Context: an optimization exercise on an open-source flow, tuned for small area, a short achievable clock period and few clock cycles. The choices shown serve that exercise and are no tape-out recipe. At most, simulation tests tie the RTL to the original design; equivalence was not proved. No activity file was given, so power comes from the tool's default toggle rates.

== north ==
## lay_dpu
module lay_dpu (
    input  wire        clk,
    input  wire        rst,           
    input  wire        cmd_valid,
    output wire        cmd_ready,
    input  wire [5:0]  cmd_op,
    input  wire [1:0]  cmd_acc,       
    input  wire [1:0]  cmd_lanes,     
    input  wire [1:0]  cmd_part,      
    input  wire [2:0]  cmd_t,         
    input  wire        cmd_sat,
    input  wire        cmd_rnd,       
    input  wire        cmd_int,       
    input  wire        cmd_trk,       
    input  wire [23:0] cmd_a,
    input  wire [23:0] cmd_b,
    input  wire [23:0] cmd_c,
    input  wire [23:0] cmd_d,
    input  wire [23:0] cmd_e,
    output reg         rsp_valid,
    output reg  [23:0] rsp_data,
    output reg         rsp_annul,
    output reg  [5:0]  rsp_flags,
    output reg  [4:0]  rsp_bx
);
Size in the first run: roughly 8600 cells after synthesis, roughly 690 flip-flops, ~180 I/O pins.
export LEC_CHECK = 0
export ABC_AREA = 1
export CAP_MARGIN = 20
export CORE_MARGIN = 2
export CORE_UTILIZATION = 30
export PLACE_DENSITY = 0.5
export SLEW_MARGIN = 20
create_clock -name core_clock -period 20.0 [get_ports {clk}]
standard.sh (not shown) runs the stock make flow with config.mk's settings and CLKGATE_MAP_FILE= SYNTH_SCRIPT=/design/flow/synth_recipe.tcl, a recipe that flattens the netlist after the stock synthesis.
==> flow/flow/run.sh <==
#!/bin/bash
# Layout flow: the standard flow (standard.sh), with ORFS's timing
# repair asked to leave a setup margin (so that it sizes and buffers the
# paths that set the achieved period) and the ports buffered with buf_4.
export SETUP_SLACK_MARGIN=14.8
export BUFFER_PORTS_ARGS="-buffer_cell sky130_fd_sc_hd__buf_4"
bash standard.sh > standard.log 2>&1
What south does differently from north at the input level:
--- a/flow/design.v
+++ b/flow/design.v
@@ -39,74 +39,82 @@
     reg        v0, rdy_q;
     reg [1:0]  k0;                    
     reg [5:0]  op0;
     reg [1:0]  n0, ln0, pt0;
     reg [2:0]  t0;
     reg        sat0, rnd0, int0, trk0;
     reg [23:0] a0, b0, c0, d0, e0;
     reg        x24;                   
+    reg        lt0, lerp0;            
     reg        hz0, hz2_0;            
     reg        as_sub0, negabs0;      
     reg        msu0;
     reg        nrdy_o;
     assign cmd_ready = ~nrdy_o;
     wire in_mul   = (cmd_op == OP_MPY) | (cmd_op == OP_MAC) | (cmd_op == OP_MSU);
     wire in_multi = in_mul & ((cmd_lanes == 2'd1 & ~cmd_acc[0]) |
                               (cmd_lanes == 2'd2 & cmd_acc == 2'd0));
     wire in_lt    = (cmd_op == OP_LERP) | (cmd_op == OP_TLU);
     wire in_sc    = (cmd_op == OP_SCALE) | (cmd_op == OP_SCALEA);
     wire bx_hz2   = v0 & (((op0 == OP_STA) & trk0) | (op0 == OP_BXCLR));
     wire bx_hz    = bx_hz2 | (v1 & ((c_sta & trk1) | c_bxclr));
-    wire [1:0] klast0 = hz2_0 ? 2'd2 : (hz0 | ln0 == 2'd1) ? 2'd1 : 2'd3;
+    wire [1:0] klast0 = hz2_0 ? 2'd2 : (hz0 | lt0 | ln0 == 2'd1) ? 2'd1 : 2'd3;
     always @(posedge clk) begin
         if (rst) begin
             v0    <= 1'b0;
             rdy_q  <= 1'b1;
             nrdy_o <= 1'b0;
             k0     <= 2'd0;
         end else if (!rdy_q) begin
             k0     <= k0 + 2'd1;
             rdy_q  <= (k0 + 2'd1 == klast0);
             nrdy_o <= ~(k0 + 2'd1 == klast0);
         end else begin
             v0     <= cmd_valid;
             k0     <= 2'd0;
-            rdy_q  <= ~(cmd_valid & (in_multi | (in_sc & bx_hz)));
-            nrdy_o <= cmd_valid & (in_multi | (in_sc & bx_hz));
+            rdy_q  <= ~(cmd_valid & (in_multi | in_lt | (in_sc & bx_hz)));
+            nrdy_o <= cmd_valid & (in_multi | in_lt | (in_sc & bx_hz));
         end
     end
-    wire        in_tlu  = cmd_op[0];             
-    wire [24:0] d_ac, d_cb;
-    lay_add25 u_dac (.a({cmd_a[23], cmd_a}), .b(~{cmd_c[23], cmd_c}), .cin(1'b1), .s(d_ac));
-    lay_add25 u_dcb (.a({cmd_c[23], cmd_c}), .b(~{cmd_b[23], cmd_b}), .cin(1'b1), .s(d_cb));
-    wire [24:0] lt_diff = in_tlu ? d_cb : d_ac;
-    wire [7:0]  tlu_f   = (cmd_int | cmd_a[23]) ? 8'd0 : cmd_a[14:7];
+    wire [24:0] lt_p = lerp0 ? {a0[23], a0} : {c0[23], c0};
+    wire [24:0] lt_q = lerp0 ? {c0[23], c0} : {b0[23], b0};
+    wire [24:0] lt_diff;
+    lay_add25 u_ltd (.a(lt_p), .b(~lt_q), .cin(1'b1), .s(lt_diff));
+    wire [7:0]  tlu_f   = (int0 | a0[23]) ? 8'd0 : a0[14:7];
     always @(posedge clk) begin
         pt0  <= cmd_part;
         trk0 <= cmd_trk;
         if (rdy_q) begin
             sat0    <= cmd_sat;
             t0      <= cmd_t;
             hz0     <= in_sc & bx_hz;
             hz2_0   <= in_sc & bx_hz2;
             rnd0    <= cmd_rnd;
             op0     <= cmd_op;
             n0      <= cmd_acc;
             ln0     <= cmd_lanes;
-            int0    <= cmd_int | in_lt;
-            a0      <= ~in_lt ? cmd_a : (in_tlu ? {16'd0, tlu_f} : cmd_b);
-            b0      <= in_lt ? lt_diff[23:0] : cmd_b;
-            x24     <= in_lt ? lt_diff[24] : cmd_b[23];
-            c0      <= (in_lt & in_tlu) ? cmd_b : cmd_c;
+            int0    <= cmd_int;
+            a0      <= cmd_a;
+            b0      <= cmd_b;
+            c0      <= cmd_c;
             d0      <= cmd_d;
             e0      <= cmd_e;
+            x24     <= cmd_b[23];
+            lt0     <= in_lt;
+            lerp0   <= (cmd_op == OP_LERP);
             msu0    <= (cmd_op == OP_MSU);
             negabs0 <= (cmd_op == OP_NEG) | (cmd_op == OP_ABS);
             as_sub0 <= ~((cmd_op == OP_ADD) | (cmd_op == OP_ABS & ~cmd_a[23]));
+        end else if (lt0) begin
+            int0 <= 1'b1;
+            a0   <= lerp0 ? b0 : {16'd0, tlu_f};
+            b0   <= lt_diff[23:0];
+            x24  <= lt_diff[24];
+            if (!lerp0) c0 <= b0;
         end else if (!hz0) begin
             b0  <= c0;
             x24 <= c0[23];
             c0  <= d0;
             d0  <= e0;
         end
     end
     reg rst_q;
@@ -218,17 +226,17 @@
     reg [1:0]  pt1;
     reg [4:0]  shamt;
     reg        sh_neg, cnz1;
     reg [23:0] r1;                    
     reg [56:0] ms1, mc1;
     reg [55:0] acc_t;                 
     always @(posedge clk) begin
         if (rst_q) v1 <= 1'b0;
-        else     v1 <= v0 & ~(hz0 & ~rdy_q);
+        else     v1 <= v0 & ~((lt0 | hz0) & ~rdy_q);
         last1   <= rdy_q;
         first1  <= (k0 == 2'd0);
         ts1     <= 4'b0001 << tg_s1;
         pt1     <= pt0;
         shamt   <= shamt_s1;
         sh_neg  <= sh_s1[5];
         int1    <= int0;
         sat1    <= sat0;
[summary]
- south: total length of routed met3 wires 11% above north
- Relative to north, sequential share of layout area has gone up in south.
- In terms of number of sequential cells in the layout, north and south differ only marginally.
- Compared to north, south reaches a higher achievable clock.
- south vs. north: antenna diode instance count rose 3, core area fell 2500 um2, cell depth of the worst setup path fell 27, sequential power share rose 0.3 points.
Testbench counts of south, summed over its fixed seeds: cycles 11,502.
Function not checked in north: the RTL went through the layout flow alone.

---

Another version of the RTL of lay_dpu (not shown whole).
Size in the first run: ~8300 cells after synthesis, roughly 630 flip-flops, about 180 I/O pins, roughly 59000 sq um of cells after synthesis.
clock: 20.0 ns
lec_check: 0
abc_area: 1
cap_margin: 20
core_margin: 2
core_utilization: 30
place_density: 0.5
slew_margin: 20
Scripts as last shown in full above: flow/flow/run.sh
Next try:
--- a/flow/design.v
+++ b/flow/design.v
@@ -143,21 +143,20 @@
     wire [24:0] as_s;
     lay_add25 u_as (.a({1'b0, as_x}), .b({1'b0, as_y}), .cin(as_sub0), .s(as_s));
     wire as_ov  = (as_x[23] == as_y[23]) & (as_s[23] != as_x[23]);
     wire [23:0] as_lim = as_x[23] ? 24'h800000 : 24'h7FFFFF;
     wire [23:0] as_r   = (as_ov & sat0) ? as_lim : as_s[23:0];
     wire [23:0] a0f = {~a0[23], a0[22:0]};
     wire [23:0] b0f = {~b0[23], b0[22:0]};
     wire [23:0] c0f = {~c0[23], c0[22:0]};
-    wire a_ge_b, a_ge_c, c_ge_b;
-    lay_cmp24 u_cab (.a(a0f), .b(~b0f), .cin(1'b1), .co(a_ge_b));
+    wire a_ge_c, c_ge_b;
     lay_cmp24 u_cac (.a(a0f), .b(~c0f), .cin(1'b1), .co(a_ge_c));
     lay_cmp24 u_ccb (.a(c0f), .b(~b0f), .cin(1'b1), .co(c_ge_b));
-    wire a_lt_b = ~a_ge_b;
+    wire a_lt_b = as_s[23] ^ as_ov;     
     wire c_gt_a = ~a_ge_c;
     wire c_lt_b = ~c_ge_b;
     wire clamp_c = c_gt_a & c_lt_b;           
     wire clamp_a = ~c_gt_a & a_lt_b;
     wire clamp_b = ~clamp_c & ~clamp_a;
     wire [23:0] clamp_r = clamp_c ? c0 : (clamp_a ? a0 : b0);
     reg [23:0] r_s1;
     reg        v_s1, c_s1, s_s1, wv_s1, wc_s1, zr_s1;
@@ -223,16 +222,17 @@
                c_sta, c_lda, c_rdp, c_wrp, c_clra, c_mul, c_acc, c_rdf,
                c_wrf, c_rdbx, c_bxclr;
     reg [3:0]  ts1;                   
     reg [1:0]  pt1;
     reg [4:0]  shamt;
     reg        sh_neg, cnz1;
     reg [23:0] r1;                    
     reg [56:0] ms1, mc1;
+    reg [55:0] acc_t;                 
     always @(posedge clk) begin
         if (rst_q) v1 <= 1'b0;
         else     v1 <= v0 & ~((lt0 | hz0) & ~rdy_q);
         last1   <= rdy_q;
         first1  <= (k0 == 2'd0);
         ts1     <= 4'b0001 << tg_s1;
         pt1     <= pt0;
         shamt   <= shamt_s1;
@@ -270,18 +270,16 @@
         zr1     <= zr_s1;
         cnz1    <= (cnt_s1 != 5'd0);
         r1      <= r_s1;
         ms1     <= ms;
         mc1     <= mc;
     end
     reg [55:0] acc0, acc1, acc2, acc3;
     reg        vacc_q;                
-    wire [55:0] acc_t = ({56{ts1[0]}} & acc0) | ({56{ts1[1]}} & acc1) |
-                        ({56{ts1[2]}} & acc2) | ({56{ts1[3]}} & acc3);
     reg        bv;                    
     wire [56:0] add_a = ({57{c_acc}}  & {acc_t[55], acc_t}) |
                         ({57{c_lerp}} & {{10{r1[23]}}, r1, rnd1, 22'd0}) |
                         ({57{c_tlu}}  & {25'd0, r1, rnd1, 7'd0});
     wire [56:0] csa_s = add_a ^ ms1 ^ mc1;
     wire [56:0] csa_c = (add_a & ms1) | (add_a & mc1) | (ms1 & mc1);
     wire [56:0] sum;
     lay_add57 u_add (.a(csa_s), .b({csa_c[55:0], 1'b0}), .cin(1'b0), .s(sum));
@@ -351,16 +349,30 @@
                  c_lerp | c_sta | c_mul;
     wire v_val = (c_alu & vf1) | ((c_shl | sc_l) & ov24) | (scla_do & ~sh_neg & ov56) |
                  (c_lerp & lerp_ov) | (c_sta & sta_ov) | (c_mul & vacc_n);
     wire w_c   = (c_alu & wc1) | ((c_shl | c_shr) & cnz1);
     wire c_val = (c_alu & cf1) | (c_shl & sh_y[24]) | (c_shr & sh_y[23]);
     wire s_set = (c_alu & sf1) | ((c_shl | sc_l) & ov24 & sat1) |
                  (scla_do & ~sh_neg & ov56) | (c_lerp & lerp_ov & sat1) |
                  (c_sta & sta_sat) | (c_mul & vacc_n);
+    wire [3:0] ts_s1 = 4'b0001 << tg_s1;
+    reg  [55:0] acc_s1;
+    always @* begin
+        case (tg_s1)
+            2'd0:    acc_s1 = acc0;
+            2'd1:    acc_s1 = acc1;
+            2'd2:    acc_s1 = acc2;
+            default: acc_s1 = acc3;
+        endcase
+    end
+    wire byp_w = v1 & wr_t & ((ts1 & ts_s1) != 4'd0);
+    wire byp_c = v1 & c_clra & ((r1[3:0] & ts_s1) != 4'd0);
+    always @(posedge clk)
+        acc_t <= byp_w ? acc_w : (byp_c ? 56'd0 : acc_s1);
     reg        v2, annul2, rz2, rdf2, rdbx2, wzn2, scla2, zsc2, nsc2;
     reg        wv2, vv2, wc2, cv2, ss2, trk2, bxclr2, wrf2;
     reg [23:0] zv2;
     always @(posedge clk) begin
         if (rst_q) begin
             acc0   <= 56'd0;
             acc1   <= 56'd0;
             acc2   <= 56'd0;
Outcome: Design area goes up by 1.3%; synthesized area goes up by 1.3%; combinational power goes down by 17%; sequential power goes up by about 5%; synthesized cell count goes up by 1.4%; routed wire length goes up by 1.4%; worst hold slack is about the same; die area goes up by 1.3%; clock-buffer cell count goes up by 6; setup slack is worse by 510 ps; non-clock buffer count goes up by 129; global-route usage goes down by 0.53 points.
No run of this note included a check of the RTL's function; only the layout flow was run.

-- afterwards: timing with drivers on the ports --
Ports are ideal in the flow. The routed layouts listed here were re-timed in OpenROAD.
Step 1 assumes that a clkbuf_16 drives the clock port and a buf_2 every other input.
Step 2 also shifts input and output timing later by t, the mid clock arrival at the registers, as if the neighbouring blocks saw the same clock.
Slacks: ideal ports / drivers / drivers and shift; pairs: ideal ports / drivers.
run	t, ns	slack for setup (ns)	hold WS [ns]	slew at the worst register clock pin (ns)	pins driven straight from the clock port
north	0.791	13.376 / 13.395 / 12.604	0.311 / 0.311 / 0.311	0.09 / 0.09	1
south	0.797	14.743 / 14.666 / 14.809	0.328 / 0.328 / 0.328	0.08 / 0.08	1
the first run of note 2	0.777	14.598 / 14.598 / 14.327	0.327 / 0.327 / 0.327	0.08 / 0.08	1
the second run of note 2	0.786	14.089 / 14.089 / 14.089	0.329 / 0.329 / 0.329	0.07 / 0.07	1
After both steps every run listed still meets setup and hold. For north, which loses most, drivers alone change the setup slack by +0.019 ns; drivers and shift together by -0.772 ns.
